Context: an optimization exercise on an open-source flow, tuned for small area, a short achievable clock period and few clock cycles per item. The choices shown serve that exercise and are no tape-out recipe. Where RTL was checked, it was by simulation tests only, not by an equivalence proof against the original. Only the layout flow was run in run 6; the RTL was not checked for function there. Power figures rest on the tool's default switching activity, not on a simulated workload.

<file path="flow/run.sh">
#!/bin/bash
# Standard ORFS layout (bash standard.sh) with these changes:
#  - port buffers are buf_1 cells (the timing repair upsizes the ones on
#    critical paths) instead of the resizer's default choice
#  - clock tree without dummy loads, with larger sink clusters
#  - repair_timing aims at a setup slack of 9.0 ns
# make's output goes to make_finish.log; ORFS keeps per-step logs under orfs/logs.
set -euo pipefail
export BUFFER_PORTS_ARGS="-buffer_cell sky130_fd_sc_hd__buf_1"
export CTS_ARGS="-sink_clustering_enable -repair_clock_nets -dont_use_dummy_load -sink_clustering_size 25 -sink_clustering_max_diameter 100 -buf_list {sky130_fd_sc_hd__clkbuf_8 sky130_fd_sc_hd__clkbuf_16}"
export SETUP_SLACK_MARGIN=9.0
bash standard.sh > make_finish.log 2>&1
</file>
<file path="constraint.sdc">
create_clock -name core_clock -period 12.5 [get_ports {clk}]
set_input_delay 2.5000 -clock core_clock [delete_from_list [all_inputs] [get_ports {clk}]]
set_output_delay 2.5000 -clock core_clock [all_outputs]
set_load 0.01 [all_outputs]
</file>
<file path="standard.sh">
#!/bin/bash
# synth_recipe.tcl (not shown) runs the flow's synth.tcl, then flattens the netlist and writes it again
# the make line also repeats each setting of config.mk as NAME=value (left out here)
make -C /OpenROAD-flow-scripts/flow DESIGN_CONFIG=/design/flow/config.mk WORK_HOME=/design/flow/orfs CLKGATE_MAP_FILE= SYNTH_SCRIPT=/design/flow/synth_recipe.tcl "${@:-finish}"
</file>
<file path="config.mk">
export PLATFORM = sky130hd
export DESIGN_NAME = bfp_compress
export DESIGN_NICKNAME = bfp_compress
export VERILOG_FILES = /design/flow/design.v
export SDC_FILE = /design/flow/constraint.sdc
export NUM_CORES = 4
export LEC_CHECK = 0
export CAP_MARGIN = 20
export CORE_MARGIN = 2
export CORE_UTILIZATION = 60
export PLACE_DENSITY = 0.7
export SLEW_MARGIN = 20
</file>
<file path="design.v">
module bfp_compress (
    input  wire        clk,
    input  wire        rst,          
    input  wire        in_valid,
    output wire        in_ready,
    input  wire [1:0]  in_fmt,       
    input  wire [23:0] in_i,
    input  wire [23:0] in_q,
    output wire        out_valid,
    input  wire        out_ready,
    output wire [7:0]  out_data,
    output wire        out_last
);
    localparam integer N = 11;       
    localparam [1:0] ST_IDLE = 2'd0, ST_A = 2'd1, ST_B = 2'd2;
    reg        rdy_r;
    reg [1:0]  st;
    reg [23:0] r0_i, r0_q;
    reg [1:0]  fmt_in;
    reg [3:0]  icnt;
    reg        r0_first, r0_last;
    reg [3:0]  s_cur;
    reg        sat_i, sat_q;
    wire take = in_valid & rdy_r;
    function [15:0] nofit;
        input [23:0] x;
        input [4:0]  b;
        integer s, j;
        reg w, o, a, xb;
        begin
            nofit = 16'd0;
            for (s = 0; s <= 15; s = s + 1) begin
                w = 1'b1; o = 1'b0; a = 1'b1; xb = 1'b0;
                for (j = 0; j <= 22; j = j + 1) begin
                    if (s == 0) begin
                        if (j >= b - 1) begin
                            o = o | x[j];
                            a = a & x[j];
                        end
                    end else begin
                        if (j >= s - 1 && j <= b + s - 2)
                            w = w & x[j];
                        if (j >= b - 1 + s)
                            o = o | x[j];
                        if (j >= b + s)
                            a = a & x[j];
                        if (j == b - 1 + s)
                            xb = x[j];
                    end
                end
                if (b - 1 + s == 23)
                    xb = x[23];
                if (s + b <= 24) begin
                    if (s == 0)
                        nofit[s] = x[23] ? ~a : o;
                    else if (x[23])
                        nofit[s] = ~a | (~xb & ~w);
                    else
                        nofit[s] = o | w;
                end
            end
        end
    endfunction
    wire [15:0] nf_i = (fmt_in == 2'd2) ? nofit(r0_i, 5'd12) : nofit(r0_i, 5'd9);
    wire [15:0] nf_q = (fmt_in == 2'd2) ? nofit(r0_q, 5'd12) : nofit(r0_q, 5'd9);
    wire [3:0]  smax = (fmt_in == 2'd2) ? 4'd12 : 4'd15;
    wire [14:0] base_t;
    genvar gk;
    generate
        for (gk = 1; gk <= 15; gk = gk + 1) begin : g_bt
            assign base_t[gk-1] = ~r0_first & (s_cur >= gk);
        end
    endgenerate
    wire [14:0] lim_t  = (fmt_in == 2'd2) ? 15'h0fff : 15'h7fff;
    wire [14:0] new_t  = (base_t | nf_i[14:0] | nf_q[14:0]) & lim_t;
    wire [3:0]  s_new;
    assign s_new[3] = new_t[7];
    assign s_new[2] = (new_t[3] & ~new_t[7]) | new_t[11];
    assign s_new[1] = (new_t[1] & ~new_t[3]) | (new_t[5] & ~new_t[7]) |
                      (new_t[9] & ~new_t[11]) | new_t[13];
    assign s_new[0] = (new_t[0] & ~new_t[1]) | (new_t[2] & ~new_t[3]) |
                      (new_t[4] & ~new_t[5]) | (new_t[6] & ~new_t[7]) |
                      (new_t[8] & ~new_t[9]) | (new_t[10] & ~new_t[11]) |
                      (new_t[12] & ~new_t[13]) | new_t[14];
    function [13:0] bfp_field;
        input [23:0] x;
        input [3:0]  a;
        input        sat;
        input        b12;
        reg signed [24:0] t;
        reg signed [24:0] v;
        reg               sb;
        integer j;
        begin
            t  = {x, 1'b0};
            v  = t >>> a;
            sb = 1'b0;
            for (j = 0; j <= 22; j = j + 1)
                if (j + 2 <= a)
                    sb = sb | x[j];
            if (sat)
                bfp_field = x[23] ? {(b12 ? 13'h1000 : 13'h1e00), 1'b0}
                                  : {(b12 ? 13'h0ffe : 13'h01fe), 1'b0};
            else if (b12 && (v[13] ^ v[12]))
                bfp_field = {13'h1000, 1'b0};
            else
                bfp_field = {v[12:0], sb};
        end
    endfunction
    function [15:0] fix16;
        input [23:0] x;
        reg up;
        begin
            up = x[7] & ((|x[6:0]) | x[8]);
            if (x[23:8] == 16'h7fff)
                fix16 = 16'h7fff;
            else
                fix16 = x[23:8] + {15'd0, up};
        end
    endfunction
    wire        is_bfp_in = (fmt_in != 2'd0);
    wire [31:0] slot_in = is_bfp_in ?
        {bfp_field(r0_i, s_cur, sat_i, fmt_in[1]),
         bfp_field(r0_q, s_cur, sat_q, fmt_in[1]), s_cur} :
        {fix16(r0_i), fix16(r0_q)};
    reg [31:0]  fd [0:N-1];
    reg [N-1:0] fv;
    reg         meta_v;
    reg [1:0]   meta_fmt;
    reg [3:0]   meta_s;
    wire        pop;
    wire        meta_pop;
    wire        full = &fv;
    wire        tail_acc = ~full | pop;
    wire        wr = (st == ST_B) & tail_acc;
    reg [N-1:0] shift;
    reg [N-1:0] fv_next;
    integer i;
    always @(*) begin
        for (i = 0; i < N; i = i + 1) begin
            shift[i] = pop | ~(&(fv | ~((2 << i) - 1)));
            if (shift[i])
                fv_next[i] = (i == N - 1) ? wr : fv[i+1];
            else
                fv_next[i] = fv[i];
        end
    end
    always @(posedge clk) begin
        for (i = 0; i < N; i = i + 1)
            if (shift[i])
                fd[i] <= (i == N - 1) ? slot_in : fd[i+1];
    end
    wire      r0_free = (st == ST_IDLE) | ((st == ST_B) & wr);
    reg [1:0] st_next;
    always @(*) begin
        if (take)                     st_next = ST_A;
        else if (st == ST_A)          st_next = ST_B;
        else if (st == ST_B && !wr)   st_next = ST_B;
        else                          st_next = ST_IDLE;
    end
    always @(posedge clk) begin
        if (r0_free) begin
            r0_i     <= in_i;
            r0_q     <= in_q;
            r0_first <= (icnt == 4'd0);
            r0_last  <= (icnt == 4'd11);
        end
        if (take && icnt == 4'd0)
            fmt_in <= (in_fmt == 2'd3) ? 2'd0 : in_fmt;
        if (st == ST_A) begin
            s_cur <= s_new;
            sat_i <= nf_i[smax];
            sat_q <= nf_q[smax];
        end
    end
    always @(posedge clk) begin
        if (rst) begin
            st     <= ST_IDLE;
            icnt   <= 4'd0;
            fv     <= {N{1'b0}};
        end else begin
            st    <= st_next;
            if (take)
                icnt <= (icnt == 4'd11) ? 4'd0 : icnt + 4'd1;
            fv    <= fv_next;
        end
    end
    reg        ph;           
    reg [3:0]  scnt;         
    reg [3:0]  hd;           
    wire g_load;
    assign pop      = g_load & ph;
    assign meta_pop = g_load & ph & (scnt == 4'd11);
    wire   g_first  = ~ph & (scnt == 4'd0);
    wire   g_last   = ph & (scnt == 4'd11);
    wire [31:0] head = fd[0];
    wire [12:0] hv   = ph ? head[17:5] : head[31:19];
    wire        hs   = ph ? head[4]    : head[18];
    wire [15:0] hm   = ph ? head[15:0] : head[31:16];
    reg signed [16:0] vx;
    reg signed [16:0] qx;
    reg               rb, stk, hup;
    always @(*) begin
        vx  = {{4{hv[12]}}, hv};
        qx  = (vx >>> 1) >>> hd;
        rb  = vx[hd];
        stk = hs | |(vx[15:0] & ~(16'hffff << hd));
        hup = rb & (stk | qx[0]);
    end
    reg         b_first;
    always @(posedge clk) b_first <= (st == ST_A);
    wire        mset      = (st == ST_B) & b_first & r0_last;
    wire [31:0] head_next = shift[0] ? ((N == 1) ? slot_in : fd[1]) : fd[0];
    wire [3:0]  ms_next   = mset ? s_cur : meta_s;
    always @(posedge clk) begin
        hd <= ms_next - head_next[3:0];
    end
    always @(posedge clk) begin
        if (rst) begin
            ph     <= 1'b0;
            scnt   <= 4'd0;
            meta_v <= 1'b0;
        end else begin
            if (g_load) begin
                ph <= ~ph;
                if (ph)
                    scnt <= (scnt == 4'd11) ? 4'd0 : scnt + 4'd1;
            end
            if (mset)
                meta_v <= 1'b1;
            else if (meta_pop)
                meta_v <= 1'b0;
        end
        if (mset) begin
            meta_fmt <= fmt_in;
            meta_s   <= s_cur;
        end
    end
    reg       ov, ol, sk_l;
    reg [7:0] od, sk_d;
    wire      acc = ~ov | out_ready;
    reg [15:0] gb;
    reg [4:0]  gc;
    reg        gexp;
    reg [3:0]  ge;
    reg        glast;
    reg        sk_v;
    wire       g_bfp    = (meta_fmt != 2'd0);
    wire       exp_now  = g_load & g_first & g_bfp & ~sk_v & ~gc[4] & ~gc[3];
    wire       dir_now  = g_load & ~g_bfp & ~sk_v & ~gc[4] & ~gc[3];
    wire       emit     = ~sk_v & (gexp | gc[4] | gc[3] | exp_now | dir_now);
    wire       emit_buf = emit & ~gexp & ~exp_now & ~dir_now;
    wire [4:0] c_after  = emit_buf ? gc - 5'd8 : gc;
    reg        cl_r;         
    assign g_load = fv[0] & meta_v & cl_r;
    wire [15:0] m = (meta_fmt == 2'd0) ? hm : {4'd0, qx[11:0] + {11'd0, hup}};
    reg  [15:0] gb_ld;
    reg  [4:0]  gb_b;
    always @(*) begin
        case (meta_fmt)
            2'd1:    begin gb_ld = {gb[6:0], m[8:0]};  gb_b = 5'd9;  end
            2'd2:    begin gb_ld = {gb[3:0], m[11:0]}; gb_b = 5'd12; end
            default: begin gb_ld = m;                  gb_b = 5'd16; end
        endcase
    end
    wire [3:0] meta_e = (meta_fmt == 2'd1) ? ~meta_s : 4'd12 - meta_s;
    reg  [8:0] gsel;
    wire [4:0] gc_next = g_load ? (dir_now ? 5'd8 : c_after + gb_b) : c_after;
    reg  [7:0] sel_byte;
    integer sb;
    always @(*) begin
        sel_byte = 8'd0;
        for (sb = 0; sb <= 8; sb = sb + 1)
            sel_byte = sel_byte | ({8{gsel[sb]}} & gb[sb + 7 -: 8]);
    end
    wire [7:0] core_byte = gexp ? {4'd0, ge} : exp_now ? {4'd0, meta_e} :
                           dir_now ? hm[15:8] : sel_byte;
    wire       core_last = ~gexp & ~exp_now & ~dir_now & glast & (gc == 5'd8);
    always @(posedge clk) begin
        for (sb = 0; sb <= 8; sb = sb + 1)
            gsel[sb] <= (gc_next == sb + 8);
        if (g_load) begin
            gb <= gb_ld;
            if (g_first)
                ge <= meta_e;
        end
    end
    wire gexp_next = (g_load & g_first) ? (g_bfp & ~exp_now) : (gexp & ~emit);
    wire sk_v_next = ~acc & (sk_v | emit);
    always @(posedge clk) begin
        if (rst) begin
            gc    <= 5'd0;
            gexp  <= 1'b0;
            glast <= 1'b0;
            cl_r  <= 1'b1;
        end else begin
            gc    <= gc_next;
            gexp  <= gexp_next;
            cl_r  <= (gc_next < 5'd8) | (~gc_next[4] & ~gexp_next & ~sk_v_next);
            if (g_load)
                glast <= g_last;
        end
    end
    always @(posedge clk) begin
        if (rst) begin
            ov   <= 1'b0;
            sk_v <= 1'b0;
        end else if (acc) begin
            ov   <= sk_v | emit;
            sk_v <= 1'b0;
        end else if (emit) begin
            sk_v <= 1'b1;
        end
        if (acc) begin
            od <= sk_v ? sk_d : core_byte;
            ol <= sk_v ? sk_l : core_last;
        end
        if (!acc && emit) begin
            sk_d <= core_byte;
            sk_l <= core_last;
        end
    end
    wire ph_next     = g_load ? ~ph : ph;
    wire mv_next     = mset | (meta_v & ~meta_pop);
    wire cl_next     = (gc_next < 5'd8) | (~gc_next[4] & ~gexp_next & ~sk_v_next);
    wire pop_next    = fv_next[0] & mv_next & cl_next & ph_next;
    always @(posedge clk) begin
        if (rst)
            rdy_r <= 1'b1;
        else
            rdy_r <= (st_next == ST_IDLE) |
                     ((st_next == ST_B) & (~(&fv_next) | pop_next));
    end
    assign in_ready  = rdy_r;
    assign out_valid = ov;
    assign out_data  = od;
    assign out_last  = ol;
endmodule
</file>
==> run_results.csv, run 1 <==
group,metric,value,unit
detailed_routing,viasPerCell,6.527,
sta,max_freq,0.2795,GHz
worst_setup_path,cp-start-kind,"flip-flop",
worst_setup_path,cp_cell_sequence,"clkbuf_2",
logic_synthesis,synth_common_cells,"446 x edfxtp_1, 152 x nand2_1, 140 x nor2_1, 115 x a21oi_1, 105 x o21ai_0",
placed_design,placed_area,24270,sq um
sta,period_minus_slack,3.578,ns
cts,root_buffer,"clkbuf_16",
cts,cts_hold_buf,0,
placed_design,dp_hpwl,38580,microns
final_layout,layout-drive-gt1-share,0.1267,
sta,fin_crit_sh,0.2862,
final_layout,fill_cells,2872,
cts,clkSinkCount,502,
detailed_routing,drtIter0Drc,1407,
outcome,status,"timing/DRC/antenna clean",
detailed_routing,wl,56120,microns
global_routing,grt.busiest_layer,"met2",
logic_synthesis,synthCells,1912,
final_layout,nNetsFinal,2019,
worst_setup_path,cpPeakStageDelay,0.38,ns
power,p_per_area,133.2,nW/um^2
sta,rsz0062_at_grt,"true",
logic_synthesis,synth.most_common_cell,"edfxtp_1",
detailed_routing,dr.pass1.iters,6,
run,drv_cap,0,
global_routing,use_met3,0.03210,
final_layout,diodes,0,
final_layout,seq_area,14540,sq um
sta,tightest_slew,0.8269,ns
worst_setup_path,critPathBufInv,1,
cts,clk_pin_slew,0.10,ns
global_routing,grt_max_degree,71,
worst_setup_path,crit_slowest_cell,"edfxtp_1",
logic_synthesis,synthArstFlopShare,0,
sta,slew_headroom,0.4468,
logic_synthesis,synth.cell_area,23740,sq um
sta,drv_slew,0,
floorplanning,row_count,72,
logic_synthesis,synth-edff-count,446,
global_routing,antenna_found_initial,2,
floorplanning,ioPinCount,65,
global_routing,grt-ovfl-total,0,
worst_setup_path,cp_max_fo,1,
final_layout,fin_area,25460,sq um
logic_synthesis,synth_nets,1988,
logic_synthesis,synth_cell_type_count,94,
logic_synthesis,seq_area_frac_synth,0.6113,
sta,setup_viol,0,
sta,finalClockSkew,0.03936,ns
detailed_routing,wl_per_cell,22.82,microns
detailed_routing,final_antenna_net_count,0,
floorplanning,start_util,0.6115,
sta,tns,0,ns
global_routing,grt_pass1_wl,86640,microns
worst_setup_path,worstSetupEndpointType,"output port",
power,total_leakage_power,0.009208,uW
power,peakVddDrop,0.1483,mV
logic_synthesis,post_synth.cell_area_avg,12.42,sq um
floorplanning,die_w,202.9,microns
global_routing,use_met1,0.3515,
worst_setup_path,cp_top_family,"flip-flops",
logic_synthesis,synth_area_leaders,"edfxtp_1 56%, dfxtp_1 4.7%, mux2i_1 3.2%, a21oi_1 2.4%, nand2_1 2.4%",
logic_synthesis,ys_ff_latch,502,
logic_synthesis,netlist.area_leader.share,0.5641,
detailed_routing,drc,0,
final_layout,syn_to_final_growth,7.219,%
hold_path,holdCritPathClass,"reg -> reg",
floorplanning,design.die.area,41180,sq um
logic_synthesis,synth_flop_cell,"edfxtp_1",
logic_synthesis,synth_top_area_cell,"edfxtp_1",
worst_setup_path,critical_path_class,"reg -> out",
worst_setup_path,cp.required,10.00,ns
cts,clk_latency,0.57,ns
final_layout,multi_input_comb_area,8536,sq um
global_routing,grt_pass1_vias,15210,
power,p_total,3391,uW
global_routing,track_usage,0.2708,
cts,clk_path_buf_depth,3,
detailed_routing,vias,16050,
cts,cts_buffers,25,
floorplanning,die_y,202.9,microns
cts,htree_levels,1,
worst_setup_path,arrival,1.08,ns
sta,timing.final.hold_violations,0,
placed_design,place.gp.congestion,0.9938,
placed_design,portBuffers,64,
logic_synthesis,ys_warn_count,2,
floorplanning,coreArea,38830,sq um
global_routing,grt_use_met2,0.4552,
cts,cts_tree,"done",
[area by class of cell]
| type | count | area share |
|---|---|---|
| Timing Repair Buffer | 137 | 0.03573 |
| Tap cell | 518 | 0.02546 |
| Multi-Input combinational cell | 1227 | 0.3353 |
| Timing Repair inverter | 2 | 0.0004915 |
| Sequential cell | 502 | 0.5711 |
| Inverter | 48 | 0.007372 |
| Clock buffer | 25 | 0.02457 |
[registers in the layout, indices dropped and copies added (netlist names), 2 cells and up]
register and flops:
gc 5, fd 352, od 8, gsel 9, st 2, r0_i 24
fv 11, r0_q 24, scnt 4, ge 4, gb 16, meta_s 4
sk_d 8, hd 4, fmt_in 2, meta_fmt 2, s_cur 4, icnt 4
[cell families (layout without fill, tap and decap cells)]
group                      after synthesis  count (layout)  share of synthesized area
AOI/OAI and AO/OA                      447             447                     0.1211
xor gates and xnor gates                45              45                    0.01660
adders and majority gates               26              26                    0.01360
buffers and inverters                  183             212                    0.03346
DFF                                    502             502                     0.6113
muxes                                  158             158                    0.08700
and+or+nand+nor                        551             551                     0.1170
[cell usage in the layout (no fill, tap or decap), types with 34 or more instances in the layout]
master,n
mux2i_1,75
a31oi_1,38
nand3_1,34
nand2_1,149
buf_4,64
dfxtp_1,46
nor3_1,40
nor2_1,139
edfxtp_1,446
a21oi_1,114
inv_1,42
o21ai_0,103
buf_1,53
mux2_2,47
[worst reg2reg max path, delay by kind of cell (launching register included)]
family             cells  cell delay [ns]
and+or+nand+nor        5             2.09
DFF                    1             0.66
AOI/OAI and AO/OA      2             0.26
muxes                  1             0.18
[report_power, final]
part / internal [uW] / switching [uW]
Sequential: 2030 / 122
Clock: 356 / 465
Combinational: 182 / 233
[through the flow]
step                hold WS, ns    util  setup WS, ns  instances
floorplan                0.4003       -         8.055       1912
global placement         0.4000  0.6250         8.527       2382
detailed placement       0.4045  0.6250         8.332       2382
CTS                      0.3759  0.6453         8.887       2416
global route             0.3880  0.6557         8.879       2459
finish                   0.3749  0.6557         8.922       2459
[worst paths after layout]
path              from           to  slack (ns)  cells after the start
max              od[3]  out_data[3]        8.92                      1
min          fd[8][26]    fd[7][26]        0.37                      0
max reg2reg   r0_q[20]     s_cur[0]        9.06                      8
min reg2reg  fd[8][26]    fd[7][26]        0.37                      0
[what timing repair did]
| action | in CTS | in global routing |
|---|---|---|
| setup buffers | 6 | 42 |
| resized for setup | 21 | 27 |
| setup endpoints to repair | 190 | 127 |
| gates cloned | 3 | 1 |
| hold endpoints to repair | 0 | 0 |
[per-layer routing]
layer	share of wire	wire length [microns]
met1	0.40	22180
met2	0.49	27460
met3	0.064	3564
met4	0.052	2897
met5	0.00034	19
Testbench counts, summed over its fixed seeds: cycles 17,443, blocks 480.
==> run 2, diff against run 1 <==
--- a/design.v
+++ b/design.v
@@ -243,5 +243,4 @@
     reg [4:0]  gc;
     reg        gexp;
-    reg [3:0]  ge;
     reg        glast;
     reg        sk_v;
@@ -274,5 +273,5 @@
             sel_byte = sel_byte | ({8{gsel[sb]}} & gb[sb + 7 -: 8]);
     end
-    wire [7:0] core_byte = gexp ? {4'd0, ge} : exp_now ? {4'd0, meta_e} :
+    wire [7:0] core_byte = (gexp | exp_now) ? {4'd0, meta_e} :
                            dir_now ? hm[15:8] : sel_byte;
     wire       core_last = ~gexp & ~exp_now & ~dir_now & glast & (gc == 5'd8);
@@ -282,6 +281,4 @@
         if (g_load) begin
             gb <= gb_ld;
-            if (g_first)
-                ge <= meta_e;
         end
     end
--- a/config.mk
+++ b/config.mk
@@ -8,5 +8,5 @@
 export CAP_MARGIN = 20
 export CORE_MARGIN = 2
-export CORE_UTILIZATION = 60
-export PLACE_DENSITY = 0.7
+export CORE_UTILIZATION = 70
+export PLACE_DENSITY = 0.8
 export SLEW_MARGIN = 20
==> run_results.csv, run 2 <==
group,metric,value,unit
logic_synthesis,synth_area_leaders,"edfxtp_1 57%, dfxtp_1 4.8%, mux4_2 4.2%, mux2i_1 3.6%, a21oi_1 2.7%",
placed_design,placed_area,23870,sq um
cts,htree_levels,1,
worst_setup_path,cpPeakStageDelay,0.38,ns
detailed_routing,wirelength_met1,21280,microns
logic_synthesis,synth_xor_area_frac,0.01799,
sta,timing.final.hold_violations,0,
cts,root_buffer,"clkbuf_16",
hold_path,holdCritPathClass,"reg -> reg",
detailed_routing,drc,0,
logic_synthesis,synth_mux_area_frac,0.09527,
detailed_routing,wl,62810,microns
final_layout,reg_top3,"fd x352, r0_i x24, r0_q x24",
final_layout,layout_commonest_cell,"edfxtp_1",
global_routing,grt_pass1_vias,16270,
sta,finalClockSkew,0.06093,ns
final_layout,finish.utilization,0.7595,
worst_setup_path,cp_top_family,"flip-flops",
global_routing,grt_max_degree,68,
detailed_routing,final_antenna_net_count,0,
logic_synthesis,synthArstFlopShare,0,
floorplanning,die_y,186.7,microns
final_layout,nNetsFinal,1930,
cts,clk_pin_slew,0.08,ns
worst_setup_path,cp.required,10.00,ns
logic_synthesis,synth_top_family_by_area,"simple AND/OR/NAND/NOR gates",
sta,slew_headroom,0.2116,
logic_synthesis,synth_common_cells,"442 x edfxtp_1, 151 x nand2_1, 126 x nor2_1, 124 x a21oi_1, 115 x clkbuf_1",
floorplanning,coreArea,32700,sq um
logic_synthesis,synth-edff-count,442,
floorplanning,die_w,186.7,microns
detailed_routing,viasPerCell,7.361,
detailed_routing,vias,16890,
sta,tns,0,ns
cts,cts_buffers,25,
sta,period_minus_slack,3.553,ns
global_routing,grt_pass1_wl,95830,microns
power,p_per_area,137.2,nW/um^2
final_layout,fin_cells,2294,
floorplanning,design.die.area,34850,sq um
detailed_routing,drtIter0Drc,2915,
detailed_routing,wl_per_cell,27.38,microns
power,total_leakage_power,0.008991,uW
logic_synthesis,synth_cell_type_count,76,
global_routing,track_usage,0.3561,
worst_setup_path,crit_slowest_cell,"edfxtp_1",
logic_synthesis,seq_area_frac_synth,0.6161,
sta,drv_slew,0,
final_layout,fin_area,24840,sq um
detailed_routing,top_layer,"met4",
sta,tightest_slew,1.180,ns
logic_synthesis,synth.most_common_cell,"edfxtp_1",
worst_setup_path,arrival,1.05,ns
power,peakVddDrop,0.1404,mV
worst_setup_path,cp_cell_sequence,"clkbuf_2",
sta,setup_viol,0,
cts,clk_latency,0.58,ns
logic_synthesis,synth_nets,1934,
worst_setup_path,cp-start-kind,"flip-flop",
logic_synthesis,synth-simple-area-share,0.1137,
detailed_routing,wl_met3,7213,microns
logic_synthesis,synth_compound_area_frac,0.1137,
detailed_routing,dr_wl_met2,29940,microns
logic_synthesis,synth_top_area_cell,"edfxtp_1",
sta,max_freq,0.2814,GHz
final_layout,diodes,0,
logic_synthesis,ys_warn_count,2,
cts,clkSinkCount,498,
logic_synthesis,post_synth.cell_area_avg,12.57,sq um
final_layout,largest_reg_flops,352,
outcome,status,"timing/DRC/antenna clean",
floorplanning,row_count,66,
global_routing,grt-ovfl-total,0,
final_layout,syn_to_final_growth,6.303,%
placed_design,portBuffers,64,
final_layout,mostFrequentLayoutCells,"442 x edfxtp_1, 148 x nand2_1, 124 x nor2_1",
cts,cts_tree,"done",
final_layout,layout-drive-gt1-share,0.1069,
floorplanning,ioPinCount,65,
sta,rsz0062_at_grt,"true",
worst_setup_path,critical_path_class,"reg -> out",
worst_setup_path,worstSetupEndpointType,"output port",
worst_setup_path,cp_max_fo,1,
logic_synthesis,synthAdderAreaFrac,0.01210,
logic_synthesis,synth_flop_cell,"edfxtp_1",
logic_synthesis,synthCells,1858,
logic_synthesis,ys_ff_latch,498,
run,drv_cap,0,
detailed_routing,dr.pass1.iters,9,
global_routing,antenna_found_initial,0,
floorplanning,start_util,0.7145,
sta,fin_crit_sh,0.2842,
placed_design,dp_hpwl,40280,microns
placed_design,place.gp.congestion,0.9819,
final_layout,largest_register,"fd",
logic_synthesis,netlist.area_leader.share,0.5681,
cts,clk_path_buf_depth,3,
worst_setup_path,critPathBufInv,1,
placed_design,dp_cells,2245,
logic_synthesis,synth.cell_area,23360,sq um
-- run 2: cell types whose count changed after synthesis, moves of 11 or more --
cell,before,now
o21ai_1,4,21
buf_2,30,14
mux4_2,20,44
mux2_2,48,33
and4_1,15,28
nor2_1,140,126
clkbuf_1,86,115
o21ai_0,105,67
xor2_1,17,28
-- run 2: repair_timing --
item / 4_1_cts / 5_1_grt
pin swaps: 3 / 2
resized for setup: 16 / 20
endpoints found under the setup margin: 219 / 46
buffers inserted: 7 / 13
hold buffers: 0 / 0
gates cloned: 3 / 1
-- run 2: per-layer routing --
| metal | vias to the layer above | track usage |
|---|---|---|
| li1 | 7140 | - |
| met1 | 7889 | 0.4500 |
| met2 | 1430 | 0.5931 |
| met3 | 426 | 0.07090 |
| met4 | 0 | 0.1764 |
| met5 | - | 0 |
-- run 2: cells by family after synthesis --
kind of cell,Yosys count
AO/OA/AOI/OAI,413
multiplexers,163
flip-flops,498
buffers and inverters,186
adder cells (fa/ha/maj),22
XOR/XNOR,48
AND/OR/NAND/NOR,528
-- run 2: final timing paths --
| check | start | to | slack, ns | depth (start not counted) |
|---|---|---|---|---|
| max | od[4] | out_data[4] | 8.95 | 1 |
| min | fd[9][11] | fd[8][11] | 0.39 | 0 |
| max reg2reg | r0_i[19] | fd[10][30] | 8.99 | 7 |
| min reg2reg | fd[9][11] | fd[8][11] | 0.39 | 0 |
-- run 2: final cells by class --
class                      instances  area [sq um]
sequential                       498         14400
multi-input combinational       1176          8417
fill                            1961          7865
clock buffer                      25         625.6
timing repair buffer             104         621.8
tap                              442         553.0
inverter                          48         207.7
timing repair inverter             1         7.507
-- run 2: metrics by stage --
| step | total power, uW | hold slack [ns] | setup WS (ns) |
|---|---|---|---|
| 3_5_place_dp | 2569 | 0.4045 | 7.307 |
| 6_report | 3407 | 0.3901 | 8.947 |
| 4_1_cts | 3381 | 0.3883 | 8.913 |
| 3_3_place_gp | 2540 | 0.4007 | 7.603 |
| 2_1_floorplan | 2405 | 0.4003 | 8.907 |
| 5_1_grt | 3500 | 0.4049 | 8.904 |
-- run 2: power by group --
| part | switching [uW] | leakage [uW] | internal, uW | total, uW |
|---|---|---|---|---|
| clock network | 473 | 0.000308 | 357 | 830 |
| logic | 256 | 0.00350 | 166 | 421 |
| registers | 132 | 0.00519 | 2020 | 2160 |
| total | 860 | 0.00899 | 2550 | 3410 |
Testbench counts of run 2, summed over its fixed seeds: cycles 17,443, blocks 480.
==> run 3, diff against run 2 <==
--- a/flow/run.sh
+++ b/flow/run.sh
@@ -4,9 +4,9 @@
 #    critical paths) instead of the resizer's default choice
 #  - clock tree without dummy loads, with larger sink clusters
-#  - repair_timing aims at a setup slack of 9.0 ns
+#  - repair_timing aims at a setup slack of 8.93 ns
 # make's output goes to make_finish.log; ORFS keeps per-step logs under orfs/logs.
 set -euo pipefail
 export BUFFER_PORTS_ARGS="-buffer_cell sky130_fd_sc_hd__buf_1"
 export CTS_ARGS="-sink_clustering_enable -repair_clock_nets -dont_use_dummy_load -sink_clustering_size 25 -sink_clustering_max_diameter 100 -buf_list {sky130_fd_sc_hd__clkbuf_8 sky130_fd_sc_hd__clkbuf_16}"
-export SETUP_SLACK_MARGIN=9.0
+export SETUP_SLACK_MARGIN=8.93
 bash standard.sh > make_finish.log 2>&1
--- a/config.mk
+++ b/config.mk
@@ -6,7 +6,8 @@
 export NUM_CORES = 4
 export LEC_CHECK = 0
+export ABC_AREA = 1
 export CAP_MARGIN = 20
 export CORE_MARGIN = 2
-export CORE_UTILIZATION = 70
-export PLACE_DENSITY = 0.8
+export CORE_UTILIZATION = 60
+export PLACE_DENSITY = 0.7
 export SLEW_MARGIN = 20
==> run_results.csv, run 3 <==
group,metric,value,unit
cts,htree_levels,1,
global_routing,grt_pass1_vias,17170,
logic_synthesis,synth_area_leaders,"edfxtp_1 57%, nand2_1 10%, dfxtp_1 4.8%, inv_1 3.4%, o21ai_0 3.3%",
placed_design,dp_slack,7.747,ns
global_routing,grt_pass1_wl,99220,microns
logic_synthesis,synth.most_common_cell,"nand2_1",
worst_setup_path,crit_slowest_cell,"edfxtp_1",
detailed_routing,drtIter0Drc,2239,
sta,finalClockSkew,0.03853,ns
power,p_switching,888.1,uW
logic_synthesis,synth_cell_type_count,70,
logic_synthesis,ys_warn_count,2,
logic_synthesis,ys_ff_latch,498,
floorplanning,start_util,0.6070,
sta,tightest_slew,0.8962,ns
cts,clkSinkCount,498,
detailed_routing,wirelength_met1,23980,microns
logic_synthesis,netlist.area_leader.share,0.5671,
cts,clk_latency,0.58,ns
worst_setup_path,rr_startpoint,"s_cur[2]",
sta,slew_headroom,0.3972,
worst_setup_path,arrival,1.12,ns
logic_synthesis,synthCells,2367,
detailed_routing,final_antenna_net_count,0,
global_routing,grt-ovfl-total,0,
final_layout,syn_to_final_growth,6.084,%
sta,setup_viol,0,
sta,fin_crit_sh,0.2893,
sta,drv_slew,0,
global_routing,track_usage,0.3202,
floorplanning,die_y,201.5,microns
worst_setup_path,critPathLaunch,"od[1]",
power,p_per_area,137.1,nW/um^2
detailed_routing,vias,17690,
global_routing,grt_max_degree,84,
logic_synthesis,synth_common_cells,"629 x nand2_1, 442 x edfxtp_1, 215 x inv_1, 190 x nor2_1, 154 x o21ai_0",
final_layout,reg_top3,"fd x352, r0_i x24, r0_q x24",
worst_setup_path,critical_path_class,"reg -> out",
hold_path,hp-start,"fd[9][18]",
power,p_seq_frac,0.627,
logic_synthesis,synth_nets,2443,
final_layout,layout_commonest_cell,"nand2_1",
cts,clk_pin_slew,0.10,ns
logic_synthesis,seq_area_frac_synth,0.6150,
power,comb_power_share,0.127,
sta,tns,0,ns
outcome,status,"timing/DRC/antenna clean",
floorplanning,die_w,201.5,microns
cts,clk_path_buf_depth,3,
power,peakVddDrop,0.1617,mV
final_layout,largest_register,"fd",
floorplanning,ioPinCount,65,
worst_setup_path,critPathBufInv,1,
worst_setup_path,cp_max_fo,1,
final_layout,diodes,0,
detailed_routing,dr.pass1.iters,8,
sta,layout_setup_ws,8.883,ns
sta,rsz0062_at_grt,"true",
worst_setup_path,cpPeakStageDelay,0.41,ns
placed_design,place.gp.congestion,0.9971,
power,total_leakage_power,0.009900,uW
cts,root_buffer,"clkbuf_16",
final_layout,largest_reg_flops,352,
floorplanning,design.die.area,40600,sq um
final_layout,nNetsFinal,2485,
detailed_routing,viasPerCell,6.047,
floorplanning,row_count,72,
run,drv_cap,0,
logic_synthesis,synth_flop_cell,"edfxtp_1",
detailed_routing,top_layer,"met4",
cts,cts_hold_buf,0,
placed_design,dp_hpwl,46830,microns
sta,max_freq,0.2765,GHz
power,clock_power_share,0.246,
worst_setup_path,cp-start-kind,"flip-flop",
logic_synthesis,synth_top_area_cell,"edfxtp_1",
sta,period_minus_slack,3.617,ns
logic_synthesis,post_synth.cell_area_avg,9.887,sq um
logic_synthesis,synthArstFlopShare,0,
detailed_routing,dr_wl_met2,32290,microns
power,swShare,0.2609,
power,p_int,2516,uW
worst_setup_path,cp_cell_sequence,"clkbuf_2",
hold_path,holdCritPathClass,"reg -> reg",
global_routing,antenna_found_initial,0,
placed_design,portBuffers,64,
detailed_routing,drc,0,
logic_synthesis,synth.cell_area,23400,sq um
detailed_routing,wl_per_cell,22.16,microns
sta,timing.final.hold_violations,0,
worst_setup_path,worstSetupEndpointType,"output port",
worst_setup_path,cp.required,10.00,ns
detailed_routing,wl_met3,4760,microns
cts,cts_buffers,25,
detailed_routing,wl,64820,microns
floorplanning,coreArea,38560,sq um
cts,cts_tree,"done",
final_layout,mostFrequentLayoutCells,"629 x nand2_1, 442 x edfxtp_1, 212 x inv_1",
logic_synthesis,synth-edff-count,442,
worst_setup_path,cp_top_family,"flip-flops",
final_layout,layout-drive-gt1-share,0.06813,
[run 3: changes by cell type after synthesis, moves of 33 or more]
cell and change:
nand3_1 +106, mux4_2 -44, o21ai_0 +87, nand2_1 +478, mux2i_1 -81, nor2_1 +64
inv_1 +170, clkbuf_1 -85, mux2_2 -33, a21oi_1 -44
[run 3: timing repair]
item,4_1_cts,5_1_grt
setup buffers,4,4
setup endpoints to repair,96,29
resized for setup,6,11
cloned,3,0
pin swaps,0,1
[run 3: final timing paths]
kind,slack [ns],depth (start not counted),end
max,8.88,1,out_data[1]
max reg2reg,9.01,6,fd[10][25]
min,0.38,0,fd[8][18]
min reg2reg,0.38,0,fd[8][18]
[run 3: cell families after synthesis]
family          after synthesis  share of synthesized area
mux                           3                   0.001283
fa+ha+maj                    22                    0.01208
flops                       498                     0.6150
compound gates              397                    0.09997
simple gates               1106                     0.2050
xor+xnor                     28                    0.01048
buf+inv                     313                    0.05613
[run 3: area by class of cell]
cell class / instances / area (sq um)
sequential: 498 / 14410
tap: 518 / 648.1
multi-input combinational: 1557 / 7795
clock buffer: 25 / 625.6
fill: 3157 / 13730
timing repair buffer: 87 / 430.4
timing repair inverter: 2 / 12.51
inverter: 238 / 910.9
[run 3: power by group through the flow]
stage	logic (uW)	registers (uW)	clock network (uW)
global route	476	2150	897
floorplan	308	2110	0
CTS	424	2130	852
finish	434	2130	836
global placement	422	2150	0
detailed placement	422	2170	0
[run 3: metal layers]
layer / vias to the layer above / global-route usage
met5: - / 0
met4: 0 / 0.1536
met3: 218 / 0.03758
met2: 1001 / 0.5610
met1: 8261 / 0.3972
li1: 8207 / -
[run 3: metrics by stage]
step	cells	cell area [sq um]	total power, uW	hold slack [ns]	util
2_1_floorplan	2367	23500	2414	0.4003	-
3_3_place_gp	2889	24090	2575	0.4007	0.6248
3_5_place_dp	2889	24090	2588	0.4045	0.6248
4_1_cts	2921	24780	3410	0.3784	0.6428
5_1_grt	2925	24830	3525	0.3733	0.6439
6_report	2925	24830	3404	0.3752	0.6439
==> run 4, diff against run 3 <==
--- a/config.mk
+++ b/config.mk
@@ -6,8 +6,7 @@
 export NUM_CORES = 4
 export LEC_CHECK = 0
-export ABC_AREA = 1
-export CAP_MARGIN = 20
+export CAP_MARGIN = 0
 export CORE_MARGIN = 2
 export CORE_UTILIZATION = 60
 export PLACE_DENSITY = 0.7
-export SLEW_MARGIN = 20
+export SLEW_MARGIN = 0
==> run_results.csv, run 4 <==
group,metric,value,unit
final_layout,fin_cells,2374,
floorplanning,row_count,72,
final_layout,diodes,0,
final_layout,largest_reg_flops,352,
sta,finalClockSkew,0.06845,ns
logic_synthesis,synth_top_area_cell,"edfxtp_1",
final_layout,layout_commonest_cell,"edfxtp_1",
detailed_routing,wirelength_met1,20900,microns
power,p_per_area,133.5,nW/um^2
detailed_routing,wl_met3,2862,microns
logic_synthesis,synth_nets,1934,
logic_synthesis,seq_area_frac_synth,0.6161,
final_layout,fill_cells,3000,
sta,fin_crit_sh,0.2835,
logic_synthesis,post_synth.cell_area_avg,12.57,sq um
logic_synthesis,synth_cell_type_count,76,
logic_synthesis,synth_flop_cell,"edfxtp_1",
sta,hold_ws,0.3823,ns
detailed_routing,drtIter0Drc,1330,
floorplanning,coreArea,38560,sq um
global_routing,grt_pass1_vias,14830,
worst_setup_path,cp_top_family,"flip-flops",
worst_setup_path,cp-start-kind,"flip-flop",
detailed_routing,drc,0,
hold_path,min_to,"fd[9][31]",
sta,timing.final.hold_violations,0,
cts,htree_levels,1,
cts,clkSinkCount,498,
outcome,status,"timing/DRC/antenna clean",
logic_synthesis,synth_common_cells,"442 x edfxtp_1, 151 x nand2_1, 126 x nor2_1, 124 x a21oi_1, 115 x clkbuf_1",
floorplanning,die_w,201.3,microns
sta,tightest_slew,1.005,ns
detailed_routing,final_antenna_net_count,0,
cts,root_buffer,"clkbuf_16",
detailed_routing,viasPerCell,6.505,
placed_design,dp_hpwl,36300,microns
worst_setup_path,cpPeakStageDelay,0.37,ns
power,peakVddDrop,0.08882,mV
logic_synthesis,synth.most_common_cell,"edfxtp_1",
detailed_routing,dr_wl_met2,26940,microns
hold_path,holdCritPathClass,"reg -> reg",
detailed_routing,dr.pass1.iters,7,
worst_setup_path,critPathBufInv,1,
logic_synthesis,ys_ff_latch,498,
cts,cts_hold_buf,0,
global_routing,grt_pass1_wl,83080,microns
sta,rsz0062_at_grt,"true",
cts,cts_tree,"done",
sta,period_minus_slack,3.544,ns
power,total_leakage_power,0.008957,uW
final_layout,seq_area,14400,sq um
final_layout,nNetsFinal,1934,
hold_path,hp-start,"fd[10][31]",
worst_setup_path,rr_startpoint,"r0_i[21]",
sta,tns,0,ns
logic_synthesis,synthArstFlopShare,0,
sta,drv_slew,0,
worst_setup_path,worstSetupEndpointType,"output port",
run,drv_cap,0,
floorplanning,die_y,201.3,microns
detailed_routing,top_layer,"met4",
logic_synthesis,synthCells,1858,
global_routing,grt-ovfl-total,0,
cts,clk_path_buf_depth,3,
sta,slew_headroom,0.3287,
floorplanning,start_util,0.6060,
worst_setup_path,arrival,1.04,ns
worst_setup_path,critical_path_class,"reg -> out",
cts,cts_buffers,24,
sta,max_freq,0.2821,GHz
cts,clk_pin_slew,0.09,ns
hold_path,hold_path_depth,0,
final_layout,mostFrequentLayoutCells,"442 x edfxtp_1, 151 x nand2_1, 124 x nor2_1",
worst_setup_path,cp.required,10.00,ns
final_layout,largest_register,"fd",
floorplanning,design.die.area,40530,sq um
logic_synthesis,ys_warn_count,2,
detailed_routing,wl_per_cell,22.21,microns
worst_setup_path,cp_max_fo,1,
final_layout,reg_top3,"fd x352, r0_i x24, r0_q x24",
placed_design,place.gp.congestion,0.9407,
cts,clk_latency,0.56,ns
global_routing,grt_max_degree,74,
worst_setup_path,crit_slowest_cell,"edfxtp_1",
global_routing,antenna_found_initial,0,
logic_synthesis,synth-edff-count,442,
worst_setup_path,r2r_slack,9.04,ns
placed_design,portBuffers,64,
final_layout,syn_to_final_growth,6.399,%
logic_synthesis,netlist.area_leader.share,0.5681,
worst_setup_path,cp_cell_sequence,"clkbuf_2",
worst_setup_path,r2r-end,"s_cur[0]",
detailed_routing,vias,15440,
sta,setup_viol,0,
worst_setup_path,reg2regPathDepth,7,
logic_synthesis,synth_area_leaders,"edfxtp_1 57%, dfxtp_1 4.8%, mux4_2 4.2%, mux2i_1 3.6%, a21oi_1 2.7%",
placed_design,dp_cells,2328,
logic_synthesis,synth.cell_area,23360,sq um
final_layout,layout-drive-gt1-share,0.1024,
floorplanning,ioPinCount,65,
detailed_routing,wl,52730,microns
final_layout,multi_input_comb_area,8377,sq um
global_routing,track_usage,0.2596,
## run 4: changes by cell type in the layout (fill, tap and decap cells not counted), moves of 28 or more
cell | previous run | this run
o21ai_0 | 154 | 67
nand2_1 | 629 | 151
mux2i_1 | 3 | 84
mux2_2 | 0 | 33
inv_1 | 212 | 44
nand3_1 | 150 | 43
nor2_1 | 190 | 124
and4_1 | 0 | 28
mux4_2 | 0 | 44
a31oi_1 | 6 | 36
a21oi_1 | 79 | 123
## run 4: layout make-up
class | count | area share
Sequential cell | 498 | 0.5794
Multi-Input combinational cell | 1176 | 0.3370
Tap cell | 518 | 0.02607
Timing Repair Buffer | 109 | 0.02476
Clock buffer | 24 | 0.02416
Inverter | 48 | 0.008355
Timing Repair inverter | 1 | 0.0003020
## run 4: worst max path at each step
stage	start	to	slack, ns	cells past startpoint
floorplan	cl_r	fd[10][0]	8.91	12
global placement	ph	fd[10][11]	7.82	9
detailed placement	ph	fd[10][11]	7.66	9
CTS	od[7]	out_data[7]	8.92	1
global route	ph	gb[10]	8.85	13
finish	od[6]	out_data[6]	8.96	1
## run 4: kinds of logic after synthesis
kind of cell / after synthesis / synth area share
adders and majority gates: 22 / 0.01210
buffers and inverters: 186 / 0.03111
muxes: 163 / 0.09527
and+or+nand+nor: 528 / 0.1137
xor gates and xnor gates: 48 / 0.01799
DFF: 498 / 0.6161
AOI/OAI and AO/OA: 413 / 0.1137
## run 4: report_power, final
| group | internal, uW | switching [uW] | leakage [uW] |
|---|---|---|---|
| logic | 165 | 227 | 0.00347 |
| clock network | 343 | 455 | 0.000296 |
| registers | 2020 | 108 | 0.00519 |
## run 4: metrics by stage
step	power [uW]	cell area, sq um	util	setup WS (ns)
6_report	3319	24860	0.6447	8.956
5_1_grt	3458	24860	0.6447	8.855
2_1_floorplan	2404	23500	-	8.910
3_3_place_gp	2539	24010	0.6227	7.823
4_1_cts	3339	24720	0.6410	8.925
3_5_place_dp	2548	24010	0.6227	7.656
## run 4: worst reg2reg max path: cells and delay by family (launching register included)
| family | cells | cell delay [ns] |
|---|---|---|
| compound gates | 1 | 0.24 |
| flops | 1 | 0.64 |
| mux | 1 | 0.15 |
| simple gates | 5 | 2.09 |
## run 4: timing repair
action	CTS	global route
gates cloned	3	0
setup buffers	6	13
endpoints found under the setup margin	167	91
endpoints found under the hold margin	0	0
resized for setup	9	13
pin swaps	3	2
## run 4: layer usage
layer  track usage  vias up
met5             0        -
met4       0.09559        0
met3       0.02608      126
met2        0.4592      632
met1        0.3341     7531
li1              -     7155
==> run 5, diff against run 4 <==
--- a/config.mk
+++ b/config.mk
@@ -6,7 +6,7 @@
 export NUM_CORES = 4
 export LEC_CHECK = 0
-export CAP_MARGIN = 0
+export CAP_MARGIN = 20
 export CORE_MARGIN = 2
 export CORE_UTILIZATION = 60
 export PLACE_DENSITY = 0.7
-export SLEW_MARGIN = 0
+export SLEW_MARGIN = 20
==> run_results.csv, run 5 <==
group,metric,value,unit
worst_setup_path,cp_cell_sequence,"clkbuf_2",
detailed_routing,vias,15440,
global_routing,antenna_found_initial,0,
logic_synthesis,seq_area_frac_synth,0.6161,
logic_synthesis,synth_cell_type_count,76,
final_layout,fill_cells,3000,
sta,setup_viol,0,
floorplanning,die_w,201.3,microns
worst_setup_path,crit_slowest_cell,"edfxtp_1",
logic_synthesis,ys_ff_latch,498,
sta,timing.final.hold_violations,0,
final_layout,finish.utilization,0.6447,
detailed_routing,final_antenna_net_count,0,
logic_synthesis,synth_area_leaders,"edfxtp_1 57%, dfxtp_1 4.8%, mux4_2 4.2%, mux2i_1 3.6%, a21oi_1 2.7%",
cts,cts_tree,"done",
sta,rsz0062_at_grt,"true",
cts,clk_latency,0.56,ns
worst_setup_path,arrival,1.04,ns
worst_setup_path,cp_num_cells,1,
logic_synthesis,synth_common_cells,"442 x edfxtp_1, 151 x nand2_1, 126 x nor2_1, 124 x a21oi_1, 115 x clkbuf_1",
worst_setup_path,worstSetupEndpointType,"output port",
final_layout,diodes,0,
hold_path,hold_path_depth,0,
final_layout,largest_register,"fd",
logic_synthesis,synthArstFlopShare,0,
sta,finalClockSkew,0.06845,ns
logic_synthesis,synth-edff-count,442,
final_layout,layout_commonest_cell,"edfxtp_1",
worst_setup_path,critPathBufInv,1,
logic_synthesis,synth_flop_cell,"edfxtp_1",
cts,htree_levels,1,
placed_design,dp_hpwl,36300,microns
logic_synthesis,synth.most_common_cell,"edfxtp_1",
floorplanning,die_y,201.3,microns
detailed_routing,wl_per_cell,22.21,microns
power,comb_power_share,0.118,
run,drv_cap,0,
final_layout,largest_reg_flops,352,
sta,tightest_slew,1.005,ns
cts,root_buffer,"clkbuf_16",
global_routing,track_usage,0.2596,
final_layout,fin_cells,2374,
global_routing,grt_max_degree,74,
logic_synthesis,synth_top_area_cell,"edfxtp_1",
logic_synthesis,post_synth.cell_area_avg,12.57,sq um
power,total_leakage_power,0.008957,uW
sta,slew_headroom,0.3287,
worst_setup_path,critical_path_class,"reg -> out",
floorplanning,design.die.area,40530,sq um
sta,max_freq,0.2821,GHz
logic_synthesis,synth.cell_area,23360,sq um
placed_design,dp_cells,2328,
detailed_routing,wl,52730,microns
power,swShare,0.2381,
logic_synthesis,synth_nets,1934,
hold_path,holdCritPathClass,"reg -> reg",
power,peakVddDrop,0.08882,mV
cts,clk_path_buf_depth,3,
detailed_routing,viasPerCell,6.505,
final_layout,reg_top3,"fd x352, r0_i x24, r0_q x24",
global_routing,grt-ovfl-total,0,
outcome,status,"timing/DRC/antenna clean",
power,p_int,2529,uW
placed_design,portBuffers,64,
power,p_switching,790.2,uW
global_routing,grt_pass1_wl,83080,microns
placed_design,placed_area,24010,sq um
floorplanning,coreArea,38560,sq um
sta,drv_slew,0,
final_layout,layout-drive-gt1-share,0.1024,
cts,clk_pin_slew,0.09,ns
final_layout,syn_to_final_growth,6.399,%
sta,period_minus_slack,3.544,ns
sta,fin_crit_sh,0.2835,
logic_synthesis,netlist.area_leader.share,0.5681,
detailed_routing,dr.pass1.iters,7,
worst_setup_path,reg2regPathDepth,7,
cts,clkSinkCount,498,
power,p_seq_frac,0.641,
logic_synthesis,synthCells,1858,
floorplanning,row_count,72,
cts,cts_buffers,24,
final_layout,nNetsFinal,1934,
logic_synthesis,ys_warn_count,2,
floorplanning,ioPinCount,65,
worst_setup_path,cp_max_fo,1,
power,clock_power_share,0.240,
power,p_per_area,133.5,nW/um^2
detailed_routing,drtIter0Drc,1330,
final_layout,fin_area,24860,sq um
worst_setup_path,cp.required,10.00,ns
global_routing,grt_pass1_vias,14830,
placed_design,place.gp.congestion,0.9407,
final_layout,mostFrequentLayoutCells,"442 x edfxtp_1, 151 x nand2_1, 124 x nor2_1",
detailed_routing,drc,0,
sta,tns,0,ns
sta,hold_ws,0.3823,ns
worst_setup_path,cp-start-kind,"flip-flop",
floorplanning,start_util,0.6060,
worst_setup_path,cpPeakStageDelay,0.37,ns
worst_setup_path,cp_top_family,"flip-flops",
[run 5: cell counts after synthesis]
No cell type changed its count.
[run 5: through the flow]
| step | setup WS (ns) | total power, uW |
|---|---|---|
| floorplan | 8.910 | 2404 |
| global placement | 7.823 | 2539 |
| detailed placement | 7.656 | 2548 |
| CTS | 8.925 | 3339 |
| global route | 8.855 | 3458 |
| finish | 8.956 | 3319 |
[run 5: final cells by class]
| cell class | count | area [sq um] | share of cell area |
|---|---|---|---|
| multi-input combinational | 1176 | 8377 | 0.3370 |
| sequential | 498 | 14400 | 0.5794 |
| tap | 518 | 648.1 | 0.02607 |
| timing repair buffer | 109 | 615.6 | 0.02476 |
| timing repair inverter | 1 | 7.507 | 0.0003020 |
| inverter | 48 | 207.7 | 0.008355 |
| clock buffer | 24 | 600.6 | 0.02416 |
[run 5: path summary, 6_finish.rpt]
| path | from | endpoint | slack, ns |
|---|---|---|---|
| max | od[6] | out_data[6] | 8.96 |
| min | fd[10][31] | fd[9][31] | 0.38 |
| max reg2reg | r0_i[21] | s_cur[0] | 9.04 |
| min reg2reg | fd[10][31] | fd[9][31] | 0.38 |
[run 5: logic make-up (layout without fill, tap and decap cells)]
logic type | count (synthesis) | count (layout) | synth area share
adders and majority gates | 22 | 22 | 0.01210
DFF | 498 | 498 | 0.6161
and+or+nand+nor | 528 | 530 | 0.1137
muxes | 163 | 163 | 0.09527
xor gates and xnor gates | 48 | 48 | 0.01799
buffers and inverters | 186 | 182 | 0.03111
AOI/OAI and AO/OA | 413 | 413 | 0.1137
[run 5: routing by layer]
layer | global-route usage | vias to the layer above | routed length, microns
li1 | - | 7155 | -
met1 | 0.3341 | 7531 | 20900
met2 | 0.4592 | 632 | 26940
met3 | 0.02608 | 126 | 2862
met4 | 0.09559 | 0 | 2029
met5 | 0 | - | 0
[run 5: timing repair]
action                                 4_1_cts  5_1_grt
setup buffers                                6       13
pin swaps                                    3        2
endpoints found under the hold margin        0        0
gates cloned                                 3        0
hold buffers                                 0        0
gates resized for setup                      9       13
setup endpoints to repair                  167       91
[run 5: power by group through the flow]
stage / registers [uW] / clock network, uW / logic, uW
6_report: 2130 / 798 / 392
5_1_grt: 2150 / 882 / 428
4_1_cts: 2130 / 826 / 380
3_5_place_dp: 2170 / 0 / 378
3_3_place_gp: 2160 / 0 / 379
2_1_floorplan: 2100 / 0 / 304
==> run 6, diff against run 5 <==
--- a/design.v
+++ b/design.v
@@ -94,5 +94,8 @@
         begin
             t  = {x, 1'b0};
-            v  = t >>> a;
+            v  = a[3] ? (t >>> 8) : t;
+            v  = a[2] ? (v >>> 4) : v;
+            v  = a[1] ? (v >>> 2) : v;
+            v  = a[0] ? (v >>> 1) : v;
             sb = 1'b0;
             for (j = 0; j <= 22; j = j + 1)
==> run_results.csv, run 6 <==
group,metric,value,unit
outcome,status,"timing/DRC/antenna clean",
final_layout,largest_register,"fd",
sta,rsz0062_at_grt,"true",
cts,htree_levels,1,
detailed_routing,viasPerCell,6.460,
final_layout,mostFrequentLayoutCells,"442 x edfxtp_1, 109 x nand2_1, 104 x mux2i_1",
logic_synthesis,synthCells,1764,
detailed_routing,vias,14760,
worst_setup_path,cp-start-kind,"flip-flop",
logic_synthesis,synth.most_common_cell,"edfxtp_1",
sta,finalClockSkew,0.05697,ns
sta,tightest_slew,1.106,ns
cts,clk_pin_slew,0.10,ns
worst_setup_path,worstSetupEndpointType,"flip-flop",
final_layout,finish.utilization,0.6459,
cts,clk_latency,0.58,ns
sta,hold_ws,0.3952,ns
logic_synthesis,ys_ff_latch,498,
logic_synthesis,synth_compound_area_frac,0.1137,
logic_synthesis,synth_area_leaders,"edfxtp_1 57%, dfxtp_1 4.8%, mux2i_1 4.5%, mux4_2 3.1%, a21oi_1 2.2%",
final_layout,layout_commonest_cell,"edfxtp_1",
final_layout,layout-drive-gt1-share,0.1143,
sta,period_minus_slack,3.614,ns
power,p_per_area,135.4,nW/um^2
cts,cts_tree,"done",
logic_synthesis,synthArstFlopShare,0,
final_layout,largest_reg_flops,352,
sta,layout_setup_ws,8.886,ns
sta,tns,0,ns
logic_synthesis,synth-simple-area-share,0.1070,
sta,fin_crit_sh,0.2891,
detailed_routing,wl,52990,microns
worst_setup_path,r2r_slack,8.89,ns
sta,setup_viol,0,
final_layout,fin_cells,2285,
logic_synthesis,synth-edff-count,442,
placed_design,place.gp.congestion,0.9289,
logic_synthesis,post_synth.cell_area_avg,13.16,sq um
hold_path,holdCritPathClass,"reg -> reg",
logic_synthesis,synth_mux_area_frac,0.09844,
detailed_routing,drc,0,
floorplanning,ioPinCount,65,
floorplanning,start_util,0.6037,
logic_synthesis,netlist.area_leader.share,0.5716,
global_routing,grt_pass1_vias,14540,
logic_synthesis,synthAdderAreaFrac,0.01218,
global_routing,grt_pass1_wl,82770,microns
floorplanning,die_w,200.7,microns
global_routing,antenna_found_initial,0,
global_routing,track_usage,0.2626,
placed_design,portBuffers,64,
floorplanning,coreArea,38470,sq um
worst_setup_path,cpPeakStageDelay,0.52,ns
sta,timing.final.hold_violations,0,
worst_setup_path,arrival,3.91,ns
placed_design,dp_hpwl,36570,microns
detailed_routing,wl_per_cell,23.19,microns
sta,max_freq,0.2767,GHz
sta,drv_slew,0,
worst_setup_path,critical_path_class,"reg -> reg",
global_routing,grt_max_degree,61,
placed_design,dp_slack,7.868,ns
cts,cts_buffers,24,
detailed_routing,dr.pass1.iters,6,
cts,clkSinkCount,498,
cts,root_buffer,"clkbuf_16",
logic_synthesis,synth.cell_area,23220,sq um
worst_setup_path,critPathBufInv,2,
logic_synthesis,seq_area_frac_synth,0.6198,
worst_setup_path,cp_cell_sequence,"buf_12, mux4_2, mux2_4, mux4_2, o221a_4, ha_4, ha_4, nand2_4, nor2_4, a311oi_4, buf_6, nor4_2, xnor2_1, mux2i_1",
worst_setup_path,crit_slowest_cell,"mux4_2",
cts,clk_path_buf_depth,3,
floorplanning,row_count,72,
power,peakVddDrop,0.1067,mV
floorplanning,die_y,200.7,microns
power,total_leakage_power,0.008948,uW
detailed_routing,final_antenna_net_count,0,
final_layout,diodes,0,
logic_synthesis,synth_top_family_by_area,"compound AO/OA/AOI/OAI gates",
logic_synthesis,synth_flop_cell,"edfxtp_1",
logic_synthesis,synth_xor_area_frac,0.01735,
placed_design,dp_cells,2239,
detailed_routing,drtIter0Drc,1321,
global_routing,grt-ovfl-total,0,
sta,slew_headroom,0.2610,
logic_synthesis,synth_cell_type_count,87,
logic_synthesis,synth_common_cells,"442 x edfxtp_1, 111 x nand2_1, 104 x mux2i_1, 101 x clkbuf_1, 100 x a21oi_1",
worst_setup_path,cp_max_fo,8,
final_layout,syn_to_final_growth,6.983,%
final_layout,reg_top3,"fd x352, r0_i x24, r0_q x24",
logic_synthesis,synth_nets,1840,
logic_synthesis,ys_warn_count,2,
worst_setup_path,cp.required,12.80,ns
logic_synthesis,synth_top_area_cell,"edfxtp_1",
floorplanning,design.die.area,40290,sq um
final_layout,nNetsFinal,1845,
run,drv_cap,0,
worst_setup_path,cp_top_family,"multiplexers",
## run 6: cell count changes in the layout (fill, tap and decap cells not counted), sizes merged, moves of 9 or more
cell	delta
mux2i	+21
buf	-9
xnor2	+11
xor2	-13
a21oi	-22
a21o	+11
nor2	-28
nand2	-40
or4	-9
o21ai	-35
## run 6: logic make-up after synthesis
kind of cell             Yosys count
flip-flops                       498
AND/OR/NAND/NOR                  475
AO/OA/AOI/OAI                    375
buffers and inverters            175
multiplexers                     173
XOR/XNOR                          46
adder cells (fa/ha/maj)           22
## run 6: layout make-up
type                       instances  area, sq um
sequential                       498        14410
fill                            2874        13620
multi-input combinational       1091         8299
timing repair buffer             107        699.4
tap                              518        648.1
clock buffer                      24        600.6
inverter                          46        181.4
timing repair inverter             1        7.507
## run 6: layer usage
layer	GRT usage	routed length, microns	part of all wire
met4	0.1204	2504	0.047
met2	0.4523	26860	0.51
met5	0	0	0
met3	0.03084	2829	0.053
met1	0.3364	20790	0.39
## run 6: where the power goes
part           total (uW)  switching [uW]  internal (uW)
sequential           2140             117           2020
combinational         426             236            190
clock                 798             455            343
## run 6: what timing repair did
item,in CTS,in global routing
cloned,3,1
hold endpoints to repair,0,0
resized for setup,35,30
pin swaps,3,6
buffers inserted,11,7
hold buffers,0,0
endpoints found under the setup margin,171,93
## run 6: final timing paths
kind,start,endpoint,cells after the start
hold / removal,fd[3][3],fd[2][3],0
setup / recovery,hd[0],gb[8],14
setup reg to reg,hd[0],gb[8],14
hold reg to reg,fd[3][3],fd[2][3],0
## run 6: worst reg2reg max path: stages (launching register included)
cell	delay, ns
dfxtp_4	0.37
buf_12	0.12
mux4_2	0.52
mux2_4	0.31
mux4_2	0.50
o221a_4	0.27
ha_4	0.17
ha_4	0.18
nand2_4	0.06
nor2_4	0.05
a311oi_4	0.27
buf_6	0.17
nor4_2	0.05
xnor2_1	0.19
mux2i_1	0.11
## run 6: stage by stage
stage / cell area (sq um) / power [uW]
floorplan: 23280 / 2413
global placement: 23770 / 2538
detailed placement: 23790 / 2550
CTS: 24670 / 3367
global route: 24840 / 3496
finish: 24840 / 3363
==> run 7, diff against run 6 <==
--- a/design.v
+++ b/design.v
@@ -94,8 +94,5 @@
         begin
             t  = {x, 1'b0};
-            v  = a[3] ? (t >>> 8) : t;
-            v  = a[2] ? (v >>> 4) : v;
-            v  = a[1] ? (v >>> 2) : v;
-            v  = a[0] ? (v >>> 1) : v;
+            v  = t >>> a;
             sb = 1'b0;
             for (j = 0; j <= 22; j = j + 1)
--- a/flow/run.sh
+++ b/flow/run.sh
@@ -8,5 +8,5 @@
 set -euo pipefail
 export BUFFER_PORTS_ARGS="-buffer_cell sky130_fd_sc_hd__buf_1"
-export CTS_ARGS="-sink_clustering_enable -repair_clock_nets -dont_use_dummy_load -sink_clustering_size 25 -sink_clustering_max_diameter 100 -buf_list {sky130_fd_sc_hd__clkbuf_8 sky130_fd_sc_hd__clkbuf_16}"
+export CTS_ARGS="-sink_clustering_enable -repair_clock_nets -dont_use_dummy_load -sink_clustering_size 20 -sink_clustering_max_diameter 100 -buf_list {sky130_fd_sc_hd__clkbuf_8}"
 export SETUP_SLACK_MARGIN=8.93
 bash standard.sh > make_finish.log 2>&1
==> run_results.csv, run 7 <==
group,metric,value,unit
placed_design,dp_hpwl,36300,microns
logic_synthesis,synth_common_cells,"442 x edfxtp_1, 151 x nand2_1, 126 x nor2_1, 124 x a21oi_1, 115 x clkbuf_1",
detailed_routing,final_antenna_net_count,0,
cts,clk_pin_slew,0.12,ns
cts,clk_latency,0.65,ns
worst_setup_path,critical_path_class,"reg -> out",
global_routing,track_usage,0.2574,
detailed_routing,viasPerCell,6.473,
sta,rsz0062_at_grt,"true",
sta,finalClockSkew,0.09931,ns
run,drv_cap,0,
logic_synthesis,netlist.area_leader.share,0.5681,
sta,tns,0,ns
worst_setup_path,cpPeakStageDelay,0.38,ns
logic_synthesis,seq_area_frac_synth,0.6161,
outcome,status,"timing/DRC/antenna clean",
global_routing,antenna_found_initial,0,
worst_setup_path,crit_slowest_cell,"edfxtp_1",
cts,cts_tree,"done",
cts,clk_path_buf_depth,3,
global_routing,grt-ovfl-total,0,
floorplanning,start_util,0.6060,
placed_design,place.gp.congestion,0.9407,
floorplanning,coreArea,38560,sq um
worst_setup_path,cp_num_cells,1,
worst_setup_path,critPathBufInv,1,
detailed_routing,dr.pass1.iters,6,
sta,max_freq,0.2721,GHz
final_layout,mostFrequentLayoutCells,"442 x edfxtp_1, 151 x nand2_1, 124 x nor2_1",
sta,timing.final.hold_violations,0,
logic_synthesis,synthCells,1858,
power,p_per_area,128.7,nW/um^2
logic_synthesis,ys_warn_count,2,
cts,root_buffer,"clkbuf_8",
floorplanning,die_y,201.3,microns
cts,cts_hold_buf,0,
power,total_leakage_power,0.008822,uW
detailed_routing,wl_per_cell,21.95,microns
cts,cts_buffers,29,
power,peakVddDrop,0.1031,mV
sta,fin_crit_sh,0.2940,
global_routing,grt_pass1_wl,82520,microns
detailed_routing,dr_wl_met2,26440,microns
global_routing,grt_pass1_vias,14830,
final_layout,layout_commonest_cell,"edfxtp_1",
hold_path,holdCritPathClass,"reg -> reg",
sta,drv_slew,0,
logic_synthesis,synth_cell_type_count,76,
floorplanning,die_w,201.3,microns
placed_design,portBuffers,64,
floorplanning,row_count,72,
detailed_routing,wirelength_met1,20580,microns
logic_synthesis,synth.most_common_cell,"edfxtp_1",
final_layout,reg_top3,"fd x352, r0_i x24, r0_q x24",
sta,setup_viol,0,
logic_synthesis,ys_ff_latch,498,
worst_setup_path,reg2regPathDepth,7,
detailed_routing,drtIter0Drc,1469,
final_layout,largest_register,"fd",
worst_setup_path,cp.required,10.00,ns
worst_setup_path,worstSetupEndpointType,"output port",
logic_synthesis,synthArstFlopShare,0,
logic_synthesis,post_synth.cell_area_avg,12.57,sq um
worst_setup_path,cp_cell_sequence,"clkbuf_2",
floorplanning,design.die.area,40530,sq um
detailed_routing,vias,15330,
logic_synthesis,synth-edff-count,442,
logic_synthesis,synth_nets,1934,
logic_synthesis,synth_flop_cell,"edfxtp_1",
detailed_routing,top_layer,"met4",
final_layout,largest_reg_flops,352,
logic_synthesis,synth_area_leaders,"edfxtp_1 57%, dfxtp_1 4.8%, mux4_2 4.2%, mux2i_1 3.6%, a21oi_1 2.7%",
logic_synthesis,synth_top_area_cell,"edfxtp_1",
final_layout,syn_to_final_growth,5.227,%
final_layout,layout-drive-gt1-share,0.09892,
global_routing,grt_max_degree,74,
detailed_routing,wl,51990,microns
logic_synthesis,synth.cell_area,23360,sq um
worst_setup_path,arrival,1.18,ns
detailed_routing,drc,0,
sta,hold_ws,0.3218,ns
cts,clkSinkCount,498,
cts,htree_levels,1,
floorplanning,ioPinCount,65,
detailed_routing,wl_met3,2854,microns
worst_setup_path,cp_max_fo,1,
worst_setup_path,cp_top_family,"flip-flops",
final_layout,diodes,0,
sta,period_minus_slack,3.675,ns
hold_path,hold_path_depth,0,
worst_setup_path,cp-start-kind,"flip-flop",
final_layout,nNetsFinal,1928,
sta,tightest_slew,0.9761,ns
sta,slew_headroom,0.3479,
[run 7: changes by cell type after synthesis, sizes merged, moves of 11 or more]
| cell | before | now |
|---|---|---|
| a21o | 16 | 5 |
| a21oi | 102 | 124 |
| clkbuf | 102 | 115 |
| mux2i | 105 | 84 |
| nand2 | 111 | 151 |
| nor2 | 98 | 126 |
| o21ai | 53 | 88 |
| xnor2 | 31 | 20 |
| xor2 | 15 | 28 |
[run 7: kinds of logic after synthesis]
kind of cell / count (synthesis) / share of synthesized area
xor+xnor: 48 / 0.01799
fa+ha+maj: 22 / 0.01210
compound gates: 413 / 0.1137
flops: 498 / 0.6161
buf+inv: 186 / 0.03111
simple gates: 528 / 0.1137
mux: 163 / 0.09527
[run 7: worst paths after layout]
check	end	slack (ns)	start
min reg2reg	fd[8][19]	0.32	fd[9][19]
min	fd[8][19]	0.32	fd[9][19]
max	out_data[6]	8.82	od[6]
max reg2reg	s_cur[0]	9.03	r0_i[22]
[run 7: through the flow]
| step | total power, uW | setup WS, ns | utilization | cell area, sq um | instances |
|---|---|---|---|---|---|
| after floorplan | 2404 | 8.910 | - | 23500 | 1858 |
| after global placement | 2539 | 7.823 | 0.6227 | 24010 | 2328 |
| after detailed placement | 2548 | 7.656 | 0.6227 | 24010 | 2328 |
| after CTS | 3189 | 8.744 | 0.6364 | 24540 | 2367 |
| after global routing | 3300 | 8.740 | 0.6376 | 24580 | 2368 |
| final | 3164 | 8.825 | 0.6376 | 24580 | 2368 |
[run 7: cell type report]
class	instances	area, sq um
clock buffers	29	399.1
repair inverters	1	7.507
flip-flops and latches	498	14400
fillers	3032	13970
multi-input cells	1176	8372
inverters	48	207.7
well taps	518	648.1
repair buffers	98	548.0
[run 7: routing by layer]
layer,track usage,up-vias
li1,-,7130
met1,0.3286,7479
met2,0.4546,584
met3,0.02867,135
met4,0.09821,0
met5,0,-
[run 7: report_power, final]
group / switching, uW / total, uW / internal [uW] / leakage [uW]
clock network: 440 / 648 / 208 / 0.000209
logic: 222 / 385 / 163 / 0.00343
registers: 111 / 2130 / 2020 / 0.00519
total: 773 / 3160 / 2390 / 0.00882
[run 7: repair_timing]
item,in CTS,in global routing
gates resized for setup,12,12
buffers inserted,7,1
endpoints found under the setup margin,196,91
gates cloned,3,0
pin swaps,3,2
Testbench counts of run 7, summed over its fixed seeds: cycles 17,443, blocks 480.

==> re-timing with driven ports <==
No port has a modelled driver above. Below, the same layouts with a new extraction and two added sets of constraints. Step 1, drivers: a clkbuf_16 drives clk and a buf_2 each remaining input, both assumed. Step 2 moves the port delays by t, midway between the first and last clock arrival at a register: inputs arrive t later, outputs are due t later. That takes back most of the time a late clock gives input paths. a / b / c = ideal ports / drivers / drivers and shift; a / b = the first two.
run	t (ns)	setup slack, ns	worst setup path after step 2	latest minus earliest clock arrival (ns)
run 1	0.612	8.922 / 8.864 / 8.731	input to register	0.041 / 0.040
run 2	0.605	8.947 / 8.892 / 8.483	input to register	0.065 / 0.065
run 3	0.615	8.883 / 8.827 / 8.655	input to register	0.040 / 0.040
run 4	0.590	8.956 / 8.896 / 8.521	input to register	0.081 / 0.080
run 5	0.590	8.956 / 8.896 / 8.521	input to register	0.081 / 0.080
run 6	0.609	8.886 / 8.851 / 8.493	input to register	0.057 / 0.057
run 7	0.655	8.825 / 8.771 / 8.558	input to register	0.100 / 0.100
After both steps setup and hold are still met in every run listed. For run 2, which loses most, drivers alone change the setup slack by -0.055 ns; drivers and shift together by -0.464 ns.
